Background: an optimization exercise with open tools, aiming at small area, a short achievable clock period and few clock cycles per item. Do not read the settings as production practice.
Only simulation tests tie the RTL to the original design; equivalence was not proved.

--- design/flow/design.v ---
module flume_limit (
    input  wire        clk,
    input  wire        rst,             
    input  wire        in_valid,
    output wire        in_ready,
    input  wire [19:0] in_v_r,          
    input  wire [19:0] in_v_g,
    input  wire [19:0] in_v_b,
    input  wire [3:0]  in_tag,
    input  wire [15:0] in_master,       
    input  wire [19:0] in_ceil,         
    input  wire [19:0] in_fs,           
    input  wire [19:0] in_fg,           
    input  wire        in_emerg,        
    input  wire [19:0] in_elvl,         
    input  wire [19:0] in_pk,           
    input  wire [1:0]  in_sigma,        
    input  wire [15:0] in_d16,          
    output reg         out_valid,
    input  wire        out_ready,
    output wire [19:0] out_v_r,         
    output wire [19:0] out_v_g,
    output wire [19:0] out_v_b,
    output reg  [19:0] out_fs,          
    output reg         out_yield,       
    output reg  [19:0] out_m0,          
    output reg  [15:0] out_dpx          
);
    localparam [19:0] FULL = 20'hFFFFF;
    localparam [3:0] S_IDLE  = 4'd0,    
                     S_MUL   = 4'd1,    
                     S_MAX   = 4'd2,    
                     S_CDIV  = 4'd3,    
                     S_FLOOR = 4'd4,    
                     S_SW0   = 4'd5,    
                     S_SDIV  = 4'd6,    
                     S_SK    = 4'd7;    
    localparam [1:0] MD_MST = 2'd0, MD_CEIL = 2'd1, MD_SW = 2'd2;
    reg [3:0]  st;
    reg [3:0]  cnt;
    reg [1:0]  mode;
    reg        cflag;           
    reg        nosw;            
    reg        lt;              
    reg [19:0] xr;              
    reg [19:0] ov [0:2];        
    reg [20:0] rh [0:2];        
    assign out_v_r = ov[0];
    assign out_v_g = ov[1];
    assign out_v_b = ov[2];
    wire [19:0] in_v [0:2];
    assign in_v[0] = in_v_r;
    assign in_v[1] = in_v_g;
    assign in_v[2] = in_v_b;
    wire        start    = in_valid && (!out_valid || out_ready);
    wire [19:0] fs_e     = (in_emerg && in_elvl > in_fs) ? in_elvl : in_fs;
    wire        vz       = in_emerg && (in_tag != 4'hF);
    wire        domaster = (in_tag <= 4'd8) && !vz && (in_master != 16'hFFFF);
    wire        sneg     = in_sigma[1];
    wire [19:0] m01  = (ov[1] > ov[0]) ? ov[1] : ov[0];
    wire [19:0] mx   = (ov[2] > m01) ? ov[2] : m01;
    wire        yld  = out_fs > in_ceil;
    wire [19:0] cpr  = out_yield ? out_fs : in_ceil;       
    wire [19:0] cmx  = yld ? out_fs : in_ceil;             
    wire        hit  = (mx > out_fs) && (mx > in_ceil);    
    wire [19:0] cfg  = (in_ceil < in_fg) ? in_ceil : in_fg;
    wire [19:0] flr  = (out_fs > rh[2][19:0]) ? out_fs : rh[2][19:0];
    wire [19:0] mfl  = (out_m0 > flr) ? out_m0 : flr;
    wire [19:0] upk  = (cpr < in_pk) ? cpr : in_pk;        
    wire [19:0] sa   = rh[0][19:0] - out_m0;               
    wire [19:0] sb   = out_m0 - out_fs;                    
    wire        pos  = (rh[0][19:0] > out_m0) && (out_m0 > out_fs);
    wire        sat  = ({1'b0, rh[0][19:0]} >= {out_m0, 1'b0}) && (out_fs == 20'd0);
    wire [19:0] dnum = (sa < sb) ? sa : sb;
    function [16:0] kfac;
        input        neg;
        input [15:0] d;
        kfac = neg ? (17'h10000 - {1'b0, d}) : (17'h10000 + {1'b0, d});
    endfunction
    wire [24:0] mt [0:2];
    wire [20:0] dr1 [0:2];
    wire [20:0] dr2 [0:2];
    wire        dq1 [0:2];
    wire        dq2 [0:2];
    genvar g;
    generate for (g = 0; g < 3; g = g + 1) begin : ch
        assign mt[g] = {4'd0, rh[g]} + xr * ov[g][3:0];
        wire        nb1 = (st == S_SDIV) ? 1'b0 : ov[g][19];
        wire        nb2 = (st == S_SDIV) ? 1'b0 : ov[g][18];
        wire [20:0] t1  = {rh[g][19:0], nb1};
        assign dq1[g]   = t1 >= {1'b0, out_m0};
        wire [19:0] r1  = dq1[g] ? (t1 - {1'b0, out_m0}) : t1;
        wire [20:0] t2  = {r1, nb2};
        assign dq2[g]   = t2 >= {1'b0, out_m0};
        assign dr2[g]   = dq2[g] ? (t2 - {1'b0, out_m0}) : t2;
        assign dr1[g]   = {1'b0, r1};
    end endgenerate
    wire [1:0]  qb    = {dq1[0], dq2[0]};
    wire [1:0]  db    = in_d16[5'd15 - {cnt[2:0], 1'b0} -: 2];
    wire        mlast = (cnt == 4'd4);
    assign in_ready = (st == S_FLOOR && nosw) ||
                      (st == S_SW0 && !pos) ||
                      (st == S_MUL && mode == MD_SW && mlast);
    integer i;
    always @(posedge clk) begin
        if (rst) begin
            st        <= S_IDLE;
            out_valid <= 1'b0;
        end else begin
            if (out_valid && out_ready)
                out_valid <= 1'b0;
            if (in_ready)
                out_valid <= 1'b1;
            case (st)
                S_IDLE: if (start) begin
                    out_fs <= fs_e;
                    for (i = 0; i < 3; i = i + 1) begin
                        ov[i] <= vz ? 20'd0 : in_v[i];
                        rh[i] <= 21'h8000 + (in_master[15] ? {1'b0, in_v[i]} : 21'd0);
                    end
                    xr   <= {4'd0, in_master};
                    nosw <= !in_sigma[0] || (in_d16 == 16'd0);
                    mode <= MD_MST;
                    cnt  <= 4'd0;
                    st   <= domaster ? S_MUL : S_MAX;
                end
                S_MUL: begin
                    cnt <= cnt + 4'd1;
                    for (i = 0; i < 3; i = i + 1) begin
                        rh[i] <= mt[i][24:4];
                        ov[i] <= {mt[i][3:0], ov[i][19:4]};
                    end
                    if (mlast) begin
                        cnt <= 4'd0;
                        case (mode)
                            MD_MST: begin
                                for (i = 0; i < 3; i = i + 1) ov[i] <= mt[i][19:0];
                                st <= S_MAX;
                            end
                            MD_CEIL: st <= S_CDIV;
                            default: begin
                                for (i = 0; i < 3; i = i + 1)
                                    ov[i] <= mt[i][20] ? FULL : mt[i][19:0];
                                st <= S_IDLE;
                            end
                        endcase
                    end
                end
                S_MAX: begin
                    out_m0    <= mx;
                    out_yield <= yld;
                    rh[2]     <= {1'b0, cfg};
                    cflag     <= hit;
                    if (hit) begin
                        xr <= cmx;
                        for (i = 0; i < 3; i = i + 1) rh[i] <= 21'd0;
                        mode <= MD_CEIL;
                        cnt  <= 4'd0;
                        st   <= S_MUL;
                    end else begin
                        st <= S_FLOOR;
                    end
                end
                S_CDIV: begin
                    cnt <= cnt + 4'd1;
                    for (i = 0; i < 3; i = i + 1) begin
                        rh[i] <= dr2[i];
                        ov[i] <= {ov[i][17:0], dq1[i], dq2[i]};
                    end
                    if (cnt == 4'd9) begin
                        rh[2] <= {1'b0, cfg};
                        st    <= S_FLOOR;
                    end
                end
                S_FLOOR: begin
                    for (i = 0; i < 3; i = i + 1)
                        ov[i] <= (ov[i] > flr) ? ov[i] : flr;
                    out_m0 <= cflag ? cpr : mfl;
                    rh[0]  <= {1'b0, upk};
                    if (nosw) begin
                        out_dpx <= 16'd0;
                        st      <= S_IDLE;
                    end else begin
                        st <= S_SW0;
                    end
                end
                S_SW0: begin
                    cnt <= 4'd0;
                    lt  <= 1'b0;
                    if (!pos) begin
                        out_dpx <= 16'd0;
                        st      <= S_IDLE;
                    end else if (sat) begin
                        out_dpx <= in_d16;
                        xr      <= {3'd0, kfac(sneg, in_d16)};
                        for (i = 0; i < 3; i = i + 1) rh[i] <= 21'h8000;
                        mode <= MD_SW;
                        st   <= S_MUL;
                    end else begin
                        rh[0]   <= {1'b0, dnum};
                        out_dpx <= 16'd0;
                        st      <= S_SDIV;
                    end
                end
                S_SDIV: begin
                    cnt     <= cnt + 4'd1;
                    rh[0]   <= dr2[0];
                    out_dpx <= {out_dpx[13:0], qb};
                    if (!lt && qb > db) begin
                        out_dpx <= in_d16;
                        xr      <= {3'd0, kfac(sneg, in_d16)};
                        for (i = 0; i < 3; i = i + 1) rh[i] <= 21'h8000;
                        mode <= MD_SW;
                        cnt  <= 4'd0;
                        st   <= S_MUL;
                    end else begin
                        if (qb < db) lt <= 1'b1;
                        if (cnt == 4'd7) st <= S_SK;
                    end
                end
                S_SK: begin
                    xr <= {3'd0, kfac(sneg, out_dpx)};
                    for (i = 0; i < 3; i = i + 1) rh[i] <= 21'h8000;
                    mode <= MD_SW;
                    cnt  <= 4'd0;
                    st   <= S_MUL;
                end
                default: st <= S_IDLE;
            endcase
        end
    end
endmodule
--- design/flow/run.sh ---
#!/bin/bash
# synth_recipe.tcl (not shown) runs the flow's synth.tcl, then flattens the netlist and writes it again
# the make line also repeats each setting of config.mk as NAME=value (left out here)
make -C /OpenROAD-flow-scripts/flow DESIGN_CONFIG=/design/flow/config.mk WORK_HOME=/design/flow/orfs CLKGATE_MAP_FILE= SYNTH_SCRIPT=/design/flow/synth_recipe.tcl finish
--- design/flow/config.mk ---
export PLATFORM = sky130hd
export DESIGN_NAME = flume_limit
export DESIGN_NICKNAME = flume_limit
export VERILOG_FILES = /design/flow/design.v
export SDC_FILE = /design/flow/constraint.sdc
export NUM_CORES = 4
export LEC_CHECK = 0
export CAP_MARGIN = 20
export CORE_MARGIN = 2
export CORE_UTILIZATION = 40
export SLEW_MARGIN = 20
--- design/flow/constraint.sdc ---
create_clock -name core_clock -period 13.0 [get_ports {clk}]
set_input_delay 2.6000 -clock core_clock [delete_from_list [all_inputs] [get_ports {clk}]]
set_output_delay 2.6000 -clock core_clock [all_outputs]
set_load 0.01 [all_outputs]
==> insert_results.sql <==
INSERT INTO impl_metrics (metric_group, metric, value, unit) VALUES
('outcome', 'run_status', 'no timing/DRC/antenna violations', ''),
('placed_design', 'io_buffers', '321', ''),
('yosys', 'synth_compound_gate_area_share', '23.5', '%'),
('job', 'max_cap_viol', '0', ''),
('cts', 'clk_pin_slew_worst_paths', '0.07', 'ns'),
('sta', 'number_of_pins_with_negative_max_slew_slack_in_the_final_report', '0', ''),
('cts', 'insertion_delay', '0.65', 'ns'),
('yosys', 'synth_top_family_by_area', 'adder cells', ''),
('cts', 'post_cts_resize_count', '0', ''),
('sta', 'worstMarginPinSlew', '1.28', 'ns'),
('yosys', 'mappedNetlistArea', '0.0388', 'mm^2'),
('yosys', 'yosys.area_share.simple', '16.1', '%'),
('worst_setup_path', 'crit_required', '13.26', 'ns'),
('worst_setup_path', 'critical_path.reg2reg.startpoint', 'ov[1][0]', ''),
('grt', 'grt.total_usage', '39.0', '%'),
('yosys', 'post_synthesis_async_set_or_reset_flop_share', '0', '%'),
('sta', 'rsz_0062_raised_after_global_routing', 'false', ''),
('yosys', 'synth_area_per_cell', '8.36', 'um^2'),
('cts', 'h-tree-depth', '1', ''),
('floorplan', 'initial_core_util', '40.2', '%'),
('worst_setup_path', 'slowest_stage_cell_cp', 'edfxtp_1', ''),
('final_layout', 'layout_common_cells', '568 x ha_1, 404 x inv_1, 404 x nand2_1', ''),
('yosys', 'synthesis.nets', '5583', ''),
('worst_setup_path', 'rr_worst_depth', '32', ''),
('final_layout', 'most_frequent_standard_cell_in_the_layout_excluding_fill_and_tap_cells', 'ha_1', ''),
('yosys', 'yosys_warnings', '3', ''),
('yosys', 'synthDominantCellAreaShare', '18.3', '%'),
('grt', 'grt_first_pass_wirelength', '278000', 'um'),
('cts', 'cts_root_buf', 'clkbuf_16', ''),
('worst_setup_path', 'path_max_fanout', '23', ''),
('routing', 'drt_first_iter_violations', '5354', ''),
('final_layout', 'fillerInstances', '9601', ''),
('sta', 'tns', '0', 'ns'),
('worst_setup_path', 'critical_setup_path_kind', 'reg -> reg', ''),
('worst_setup_path', 'end_kind', 'flop', ''),
('sta', 'finalHoldViolCount', '0', ''),
('sta', 'max_freq', '117', 'MHz'),
('yosys', 'synth_top_cell_by_area', 'ha_1', ''),
('cts', 'post-cts-setup-buffers', '0', ''),
('yosys', 'yosys-top-cells-area', 'ha_1 18%, edfxtp_1 16%, fa_1 9.1%, a21oi_1 4.7%, nand2_1 3.9%', ''),
('routing', 'routedWlPerCell', '31.9', 'um'),
('grt', 'via_count_of_the_first_global_routing_pass', '38100', ''),
('worst_setup_path', 'worstPathArrival', '8.83', 'ns'),
('final_layout', 'number_of_nets_at_the_end_of_the_flow', '5863', ''),
('routing', 'drtPass1Iterations', '12', ''),
('min_path', 'path_category_of_the_worst_min_delay_check', 'reg -> reg', ''),
('yosys', 'synthAdderAreaFrac', '27.4', '%'),
('yosys', 'synth.distinct_cells', '90', ''),
('yosys', 'postSynthCellCount', '4636', ''),
('final_layout', 'layout.area.seq', '0.00636', 'mm^2'),
('routing', 'drt_drc_violations_left', '0', ''),
('floorplan', 'placement_rows', '114', ''),
('grt', 'grt_max_degree', '64', ''),
('grt', 'grt_antenna_before_repair', '9', ''),
('final_layout', 'multi_input_comb_area', '0.0303', 'mm^2'),
('cts', 'cts_hold_buf', '0', ''),
('worst_setup_path', 'reg2reg_slack', '4.43', 'ns'),
('routing', 'vias_per_cell', '6.41', ''),
('min_path', 'hold-path-endpoint', 'cnt[3]', ''),
('sta', 'clock-skew-final', '0.0559', 'ns'),
('sta', 'timing.final.setup_violations', '0', ''),
('yosys', 'synth_xor_area_share', '4.97', '%'),
('yosys', 'synth-seq-area-share', '16.4', '%'),
('min_path', 'hold_path_startpoint', 'cnt[3]', ''),
('routing', 'route.vias.total', '39900', ''),
('placed_design', 'hpwl', '159000', 'um'),
('yosys', 'yosys_register_bits', '213', ''),
('yosys', 'number_of_synthesized_flops_with_an_enable_pin', '209', '');
==> critical path: cells and delay by family, from the launching register on <==
| kind | cells | cell delay, ns |
|---|---|---|
| AO/OA/AOI/OAI | 13 | 2.78 |
| AND/OR/NAND/NOR | 11 | 2.02 |
| buffers and inverters | 4 | 1.39 |
| adder cells (fa/ha/maj) | 3 | 0.76 |
| flip-flops | 1 | 0.67 |
| multiplexers | 1 | 0.52 |
==> how the worst max path moves through the flow <==
stage / endpoint / start / slack, ns / cells after the start
3_3_place_gp: rh[1][20] / ov[1][0] / 4.74 / 32
5_1_grt: rh[1][3] / ov[1][0] / 3.94 / 32
4_1_cts: rh[1][3] / ov[1][0] / 4.68 / 32
3_5_place_dp: rh[1][18] / ov[1][0] / 4.69 / 32
2_1_floorplan: mode[0] / ov[0][1] / 4.41 / 32
6_report: rh[1][12] / ov[1][0] / 4.43 / 32
==> through the flow <==
stage | setup slack, ns | cell area [um^2] | hold WS [ns] | cells | utilization (%)
after CTS | 4.68 | 44800 | 0.668 | 6216 | 46.5
after detailed placement | 4.69 | 43800 | 0.651 | 6160 | 45.5
after floorplan | 4.41 | 38800 | 0.542 | 4636 | -
after global placement | 4.74 | 43800 | 0.636 | 6159 | 45.5
final | 4.43 | 44900 | 0.671 | 6221 | 46.5
after global routing | 3.94 | 44800 | 0.707 | 6216 | 46.5
==> state kept, by name (all words and copies together), names as in the netlist, 2 cells and up <==
register	count
rh	63
ov	60
out_fs	20
out_m0	20
xr	20
out_dpx	16
cnt	4
st	3
mode	2
==> logic make-up (layout without fill, tap and decap cells) <==
| logic type | count (synthesis) | in the layout |
|---|---|---|
| AOI/OAI and AO/OA | 1359 | 1359 |
| and+or+nand+nor | 1298 | 1298 |
| adders and majority gates | 744 | 744 |
| buffers and inverters | 597 | 901 |
| xor gates and xnor gates | 220 | 220 |
| DFF | 213 | 213 |
| muxes | 205 | 205 |
| other | 0 | 5 |
==> synthesized netlist by cell type (16+ instances only) <==
cell and count:
and2_1 119, ha_1 568, nor2_1 287, a22oi_1 36
o21ai_0 267, xor2_1 90, and3_1 23, a211oi_1 39
nand4_1 80, nor2b_1 58, edfxtp_1 209, nand2_1 405
o21a_1 62, a222oi_1 59, o31ai_1 21, nor4_1 16
xnor2_1 130, a31oi_1 32, o221ai_1 71, a21o_1 149
or3_1 31, fa_1 176, a211o_1 19, o22ai_1 18
nand3_1 120, clkbuf_1 170, a221oi_1 22, mux2i_1 116
inv_1 404, nand2b_1 48, nor3_1 61, o21bai_1 28
a21oi_1 361, o211ai_1 32, mux2_2 84
==> routing by layer <==
| layer | GRT usage, % | share of wire [%] |
|---|---|---|
| met1 | 52.1 | 40 |
| met5 | 0 | 0.017 |
| met3 | 11.0 | 12 |
| met2 | 55.7 | 40 |
| met4 | 23.1 | 7.3 |
==> cell type report <==
class	count	area share, %
Tap cell	1276	3.56
Inverter	404	3.38
Multi-Input combinational cell	3826	67.5
Sequential cell	213	14.2
Clock inverter	19	0.391
Clock buffer	37	1.82
Antenna cell	5	0.0279
Timing Repair Buffer	441	9.18
Testbench counts, summed over its fixed seeds: cycles 90,005, pixels 9,000.

what the ideal ports hide:
No port has a modelled driver above. Below, the same layout with a new extraction and two added sets of constraints.
Step 1 assumes that a clkbuf_16 drives the clock port and a buf_2 every other input.
Step 2 times the ports against the registers' clock, not the clock port: input delays grow and output delays shrink by t, the midpoint of the rising clock arrivals with the driver on.
Slacks: no drivers / after step 1 / after step 2; pairs: no drivers / after step 1.
shift t [ns]: 0.689
slack for setup (ns): 4.433 / 4.433 / 4.433
clock arrival spread, ns: 0.056 / 0.057
worst slew at a driven data input, ns: 0.09
After both steps this run still meets setup and hold. For this run, drivers alone change the setup slack by 0.000 ns; drivers and shift together by 0.000 ns.
